What follows belongs to an exercise in optimizing a design on an open flow for small area, a short achievable clock period and few clock cycles per item; a production flow would make more cautious choices.
In this exercise RTL edits were held to simulation tests only and were not proved equivalent to the original.

== alpha ==
Design sha256_engine, start of the top module:
module sha256_engine (
    input  wire         clk,
    input  wire         rst,         
    input  wire         in_valid,
    output wire         in_ready,
    input  wire         in_first,    
    input  wire [511:0] in_block,
    output wire         out_valid,
    input  wire         out_ready,
    output wire [255:0] out_digest
);
  localparam [255:0] IV = 256'h6a09e667bb67ae853c6ef372a54ff53a510e527f9b05688c1f83d9ab5be0cd19;
  reg        run;          
  reg  [5:0] t;            
  reg        fin;          
  reg        fill_ok;      
  reg        cur_first;    
  reg        ov;           
  reg        spin;         
  reg  [5:0] rot;          
  reg        l61, l62, l63;   
  reg        first_r;      
  reg [31:0]  a, b, c, d, e, f, g, p;
  reg [255:0] hreg;        
  reg [511:0] w;           
  reg [31:0] k_n;
  always @(*) begin
    case (t)
      6'd0: k_n = 32'h71374491; 6'd1: k_n = 32'hb5c0fbcf;
      6'd2: k_n = 32'he9b5dba5; 6'd3: k_n = 32'h3956c25b;
      6'd4: k_n = 32'h59f111f1; 6'd5: k_n = 32'h923f82a4;
      6'd6: k_n = 32'hab1c5ed5; 6'd7: k_n = 32'hd807aa98;
      6'd8: k_n = 32'h12835b01; 6'd9: k_n = 32'h243185be;
      6'd10: k_n = 32'h550c7dc3; 6'd11: k_n = 32'h72be5d74;
      6'd12: k_n = 32'h80deb1fe; 6'd13: k_n = 32'h9bdc06a7;
      6'd14: k_n = 32'hc19bf174; 6'd15: k_n = 32'he49b69c1;
      6'd16: k_n = 32'hefbe4786; 6'd17: k_n = 32'h0fc19dc6;
      6'd18: k_n = 32'h240ca1cc; 6'd19: k_n = 32'h2de92c6f;
      6'd20: k_n = 32'h4a7484aa; 6'd21: k_n = 32'h5cb0a9dc;
      6'd22: k_n = 32'h76f988da; 6'd23: k_n = 32'h983e5152;
      6'd24: k_n = 32'ha831c66d; 6'd25: k_n = 32'hb00327c8;
      6'd26: k_n = 32'hbf597fc7; 6'd27: k_n = 32'hc6e00bf3;
      6'd28: k_n = 32'hd5a79147; 6'd29: k_n = 32'h06ca6351;
      6'd30: k_n = 32'h14292967; 6'd31: k_n = 32'h27b70a85;
      6'd32: k_n = 32'h2e1b2138; 6'd33: k_n = 32'h4d2c6dfc;
      6'd34: k_n = 32'h53380d13; 6'd35: k_n = 32'h650a7354;
      6'd36: k_n = 32'h766a0abb; 6'd37: k_n = 32'h81c2c92e;
      6'd38: k_n = 32'h92722c85; 6'd39: k_n = 32'ha2bfe8a1;
      6'd40: k_n = 32'ha81a664b; 6'd41: k_n = 32'hc24b8b70;
      6'd42: k_n = 32'hc76c51a3; 6'd43: k_n = 32'hd192e819;
  ...
For scale: ~1100 flip-flops, about 780 I/O pins, ~55000 um2 of cells after synthesis.
export LEC_CHECK = 0
export CAP_MARGIN = 20
export CORE_MARGIN = 2
export CORE_UTILIZATION = 40
export CTS_BUF_LIST = sky130_fd_sc_hd__clkbuf_8
export CTS_CLUSTER_SIZE = 30
export SETUP_SLACK_MARGIN = 5
export SLEW_MARGIN = 20
export TNS_END_PERCENT = 0
create_clock -name core_clock -period 10.0 [get_ports {clk}]
standard.sh (not shown) runs the stock make flow with config.mk's settings and CLKGATE_MAP_FILE= SYNTH_SCRIPT=/design/flow/synth_recipe.tcl, a recipe that flattens the netlist after the stock synthesis.
==> flow/flow/run.sh <==
#!/bin/bash
# Standard layout, with the smallest buffer on each port.
set -euo pipefail
bash standard.sh "BUFFER_PORTS_ARGS=-buffer_cell sky130_fd_sc_hd__buf_1" finish > standard_flow.log 2>&1
Testbench counts of alpha, summed over its fixed seeds: cycles 62,544, items 960.
Here is what was changed in the inputs of beta compared with alpha.
- swapping sky130_fd_sc_hd__clkbuf_8 for sky130_fd_sc_hd__clkbuf_4 in CTS_BUF_LIST
- swapping 0 for 5 in TNS_END_PERCENT
- swapping 30 for 20 in CTS_CLUSTER_SIZE
--- outcome ---
Each of the runs, namely beta and alpha, reached the end of the flow and came out clean. [beta] final standard cell count with taps included and fillers excluded rose 2.3% relative to alpha. Worst setup slack delta (beta -> alpha): insignificant. Compare beta and alpha | logic depth of the worst setup path including buffers higher: beta. Diff alpha..beta | ratio of final minimum period to clock period | negligible. Clock tree buffer count of the final layout: beta vs alpha up 211. When beta is measured against alpha, its post-cts resize count turns out 11 higher. Comparing beta against alpha, there is no change at all in layout inverter count without the clock tree.
Inputs modified between beta and gamma:
- CTS_CLUSTER_SIZE changed from 20 to 30
- GPL_ROUTABILITY_DRIVEN newly set to 0
- CTS_BUF_LIST changed from sky130_fd_sc_hd__clkbuf_4 to sky130_fd_sc_hd__clkbuf_8
### Flow results
Looking at met3 global-route usage across gamma and beta, the one that comes out lower is gamma. On aggregate routed wire length, the lower figure sits with gamma, not beta. Changes observed in gamma relative to beta: critical path data arrival time has decreased; number of gates on the worst path with buffers counted has decreased. gamma — final worst-path setup slack 43 ps lower, beta as reference. Re total routing resource utilization after global routing: beta was higher than gamma. The flow did not stop early for gamma: all stages ran, and the layout cleared the timing, design-rule and antenna checks. Clock input transition at the sequential cells of the worst setup and hold paths: beta vs gamma, no meaningful difference. Re sequential cell count: no difference whatsoever between beta and gamma.

run A:
sha256_engine again, from the RTL that the note above started with.
export LEC_CHECK = 0
export CAP_MARGIN = 5
export CORE_MARGIN = 2
export CORE_UTILIZATION = 55
export CTS_BUF_LIST = sky130_fd_sc_hd__clkbuf_8
export CTS_CLUSTER_SIZE = 30
export SETUP_SLACK_MARGIN = 5
export SLEW_MARGIN = 5
create_clock -name core_clock -period 10.0 [get_ports {clk}]
Scripts as last shown in full above: flow/flow/run.sh
Run A completed end to end with timing, DRC and antenna clean.
Testbench counts of run A, summed over its fixed seeds: cycles 62,544, items 960.
Input changes introduced in run B (baseline for comparison: run A):
Settings: swapping 5 for 20 in CAP_MARGIN; swapping 5 for 20 in SLEW_MARGIN; swapping 55 for 40 in CORE_UTILIZATION; clearing SETUP_SLACK_MARGIN, which used to be 5; clearing CTS_CLUSTER_SIZE, which used to be 30; clearing CTS_BUF_LIST, which used to be sky130_fd_sc_hd__clkbuf_8.
==> flow/flow/run.sh <==
#!/bin/bash
# Standard layout, with the smallest buffer on each port and timing repair aimed at a 4 ns period.
set -euo pipefail
bash standard.sh "BUFFER_PORTS_ARGS=-buffer_cell sky130_fd_sc_hd__buf_1" SETUP_SLACK_MARGIN=6 finish > standard_flow.log 2>&1
Notes after the runs:
Compared to run A, run B has smallest setup slack after layout 290 ps higher.
Compared to run A, run B has initial cell density of the core 15 points lower.
In run B relative to run A, clock buffer instance count of the final layout had gone down by more than a quarter.
Relative to run B, the following input files were edited for run C:
Settings: setting SETUP_SLACK_MARGIN to 5 for the first time; changing CORE_UTILIZATION from 40 to 55; setting CTS_BUF_LIST to sky130_fd_sc_hd__clkbuf_8 for the first time; setting CTS_CLUSTER_SIZE to 30 for the first time.
==> flow/flow/run.sh <==
#!/bin/bash
# Standard layout, with the smallest buffer on each port.
set -euo pipefail
bash standard.sh "BUFFER_PORTS_ARGS=-buffer_cell sky130_fd_sc_hd__buf_1" finish > standard_flow.log 2>&1
Notes after the runs:
Going from run B to run C, number of multi-input logic gates did not really move, sequential share of layout area went up.
For x dimension of the die, dividing the value from run B by the value from run C gives 1.17.
Run C: final critical path time including I/O delays and setup higher than run B
Count of placed standard cells including taps delta for run C relative to run B: 492 lower
Comparing wire length on met1 for run C and run B, the smaller number came from run C.
Compared to run B, run C has final standard cell utilization of the core 13 points higher.
Diff run B -> run C | overall routing resource usage | increase of 8.3 points
Input changes introduced in run D (baseline for comparison: run C):
Settings: putting TNS_END_PERCENT at 5 where nothing was set; swapping 55 for 40 in CORE_UTILIZATION.
Results
Compared with run C, in run D worst slack at placement increased 53 ps; total vias in the final route has decreased.
The lower via count of the first global-routing pass of run C and run D is in run D.
Compared with run C, run D shows via count normalized by instance count that has gone down by a little under 10%.
Reported for run C and run D, net count of the mapped netlist turned out identical to the last digit.
Compare run C and run D | placement-stage cell area lower: run C
Per the final summary, run D finished and its layout is clean on timing, DRC and antenna.
Routed wire in run D totals more than in run C.
On met2 usage: between run C and run D, it ends up higher for run C.
In the metrics for run C and run D, the one carrying the lower antenna diode count is run C.
met3 layer wire length in the routed design in run D is 2100 um lower than in run C

sha256_engine again, from the RTL that the note above started with.
## sha256_engine
module sha256_engine (
    input  wire         clk,
    input  wire         rst,         
    input  wire         in_valid,
    output wire         in_ready,
    input  wire         in_first,    
    input  wire [511:0] in_block,
    output wire         out_valid,
    input  wire         out_ready,
    output wire [255:0] out_digest
);
clock: 10.0 ns
lec_check: 0
cap_margin: 20
core_margin: 2
core_utilization: 40
cts_buf_list: sky130_fd_sc_hd__clkbuf_8
cts_cluster_size: 30
place_density: 0.75
setup_slack_margin: 5
slew_margin: 20
tns_end_percent: 5
==> flow/flow/run.sh <==
#!/bin/bash
# Standard layout, with the smallest buffer on each port.
set -euo pipefail
bash standard.sh "BUFFER_PORTS_ARGS=-buffer_cell sky130_fd_sc_hd__buf_1" finish > standard_flow.log 2>&1
Testbench counts at the start, summed over its fixed seeds: cycles 62,544, items 960.
Edit:
PLACE_DENSITY = not set   (was 0.75)
TNS_END_PERCENT = not set   (was 5)
After rerunning: The new run ran to the end with no violations. Routed wire length rose by about 2.7%. First-iteration DRC count increases by about 3.3%. Final cell count increases by 0.43%. Setup slack is better by 0.088 ns. Global-route usage rises by 0.92 points. Sequential cell count is unchanged. Core utilization went up by 0.33 points. Die area stays the same.
Edit:
==> flow/flow/run.sh (replaced) <==
#!/bin/bash
# Standard layout, with small port buffers and timing repair aimed below the clock period.
set -euo pipefail
bash standard.sh "BUFFER_PORTS_ARGS=-buffer_cell sky130_fd_sc_hd__buf_1" SETUP_SLACK_MARGIN=5 finish > standard_flow.log 2>&1
CTS_BUF_LIST = not set   (was sky130_fd_sc_hd__clkbuf_8)
CTS_CLUSTER_SIZE = not set   (was 30)
SETUP_SLACK_MARGIN = not set   (was 5)
After rerunning:
- worst setup slack loses 0.036 ns
- sequential share of layout area decreases by 0.17 points
- routed wire length barely changes
- fmax decreases by about 0.7%
- cell area increases by 0.39%
- register-to-register slack loses 0.04 ns
- die area does not change
- clock-buffer cell count decreases by 45
- core utilization increases by 0.18 points

what the ideal ports hide:
No port has a modelled driver above. Below, the same layouts with a new extraction and two added sets of constraints.
Step 1 (the two cells are an assumption about what drives the block):
set clk [get_ports {clk}]
set_driving_cell -lib_cell sky130_fd_sc_hd__clkbuf_16 $clk
set_driving_cell -lib_cell sky130_fd_sc_hd__buf_2 [delete_from_list [all_inputs] $clk]
Step 2 times the ports against the registers' clock, not the clock port: input delays grow and output delays shrink by t, the midpoint of the rising clock arrivals with the driver on.
Three values: no drivers, after step 1, after step 2; two values: the first two.
run | t (ns) | setup WS [ns] | hold slack, ns
alpha | 0.953 | 5.036 / 5.036 / 4.353 | 0.305 / 0.305 / 0.305
beta | 1.232 | 5.034 / 5.034 / 4.362 | 0.276 / 0.276 / 0.276
gamma | 0.953 | 4.991 / 4.983 / 4.394 | 0.298 / 0.298 / 0.298
run A | 0.941 | 5.003 / 5.003 / 4.178 | 0.278 / 0.278 / 0.278
run B | 0.799 | 5.288 / 5.288 / 5.101 | 0.286 / 0.286 / 0.286
run C | 0.941 | 5.003 / 5.003 / 4.178 | 0.278 / 0.278 / 0.278
run D | 0.952 | 5.069 / 5.069 / 4.384 | 0.303 / 0.303 / 0.303
the first run of note 3 | 0.950 | 4.982 / 4.974 / 4.077 | 0.278 / 0.278 / 0.278
the second run of note 3 | 0.949 | 5.070 / 5.070 / 4.411 | 0.305 / 0.305 / 0.305
the third run of note 3 | 0.811 | 5.034 / 5.034 / 4.395 | 0.288 / 0.288 / 0.288
After both steps every run listed still meets setup and hold. The setup slack of the first run of note 3, which loses most, moves by -0.008 ns with the drivers and by -0.905 ns with both steps.
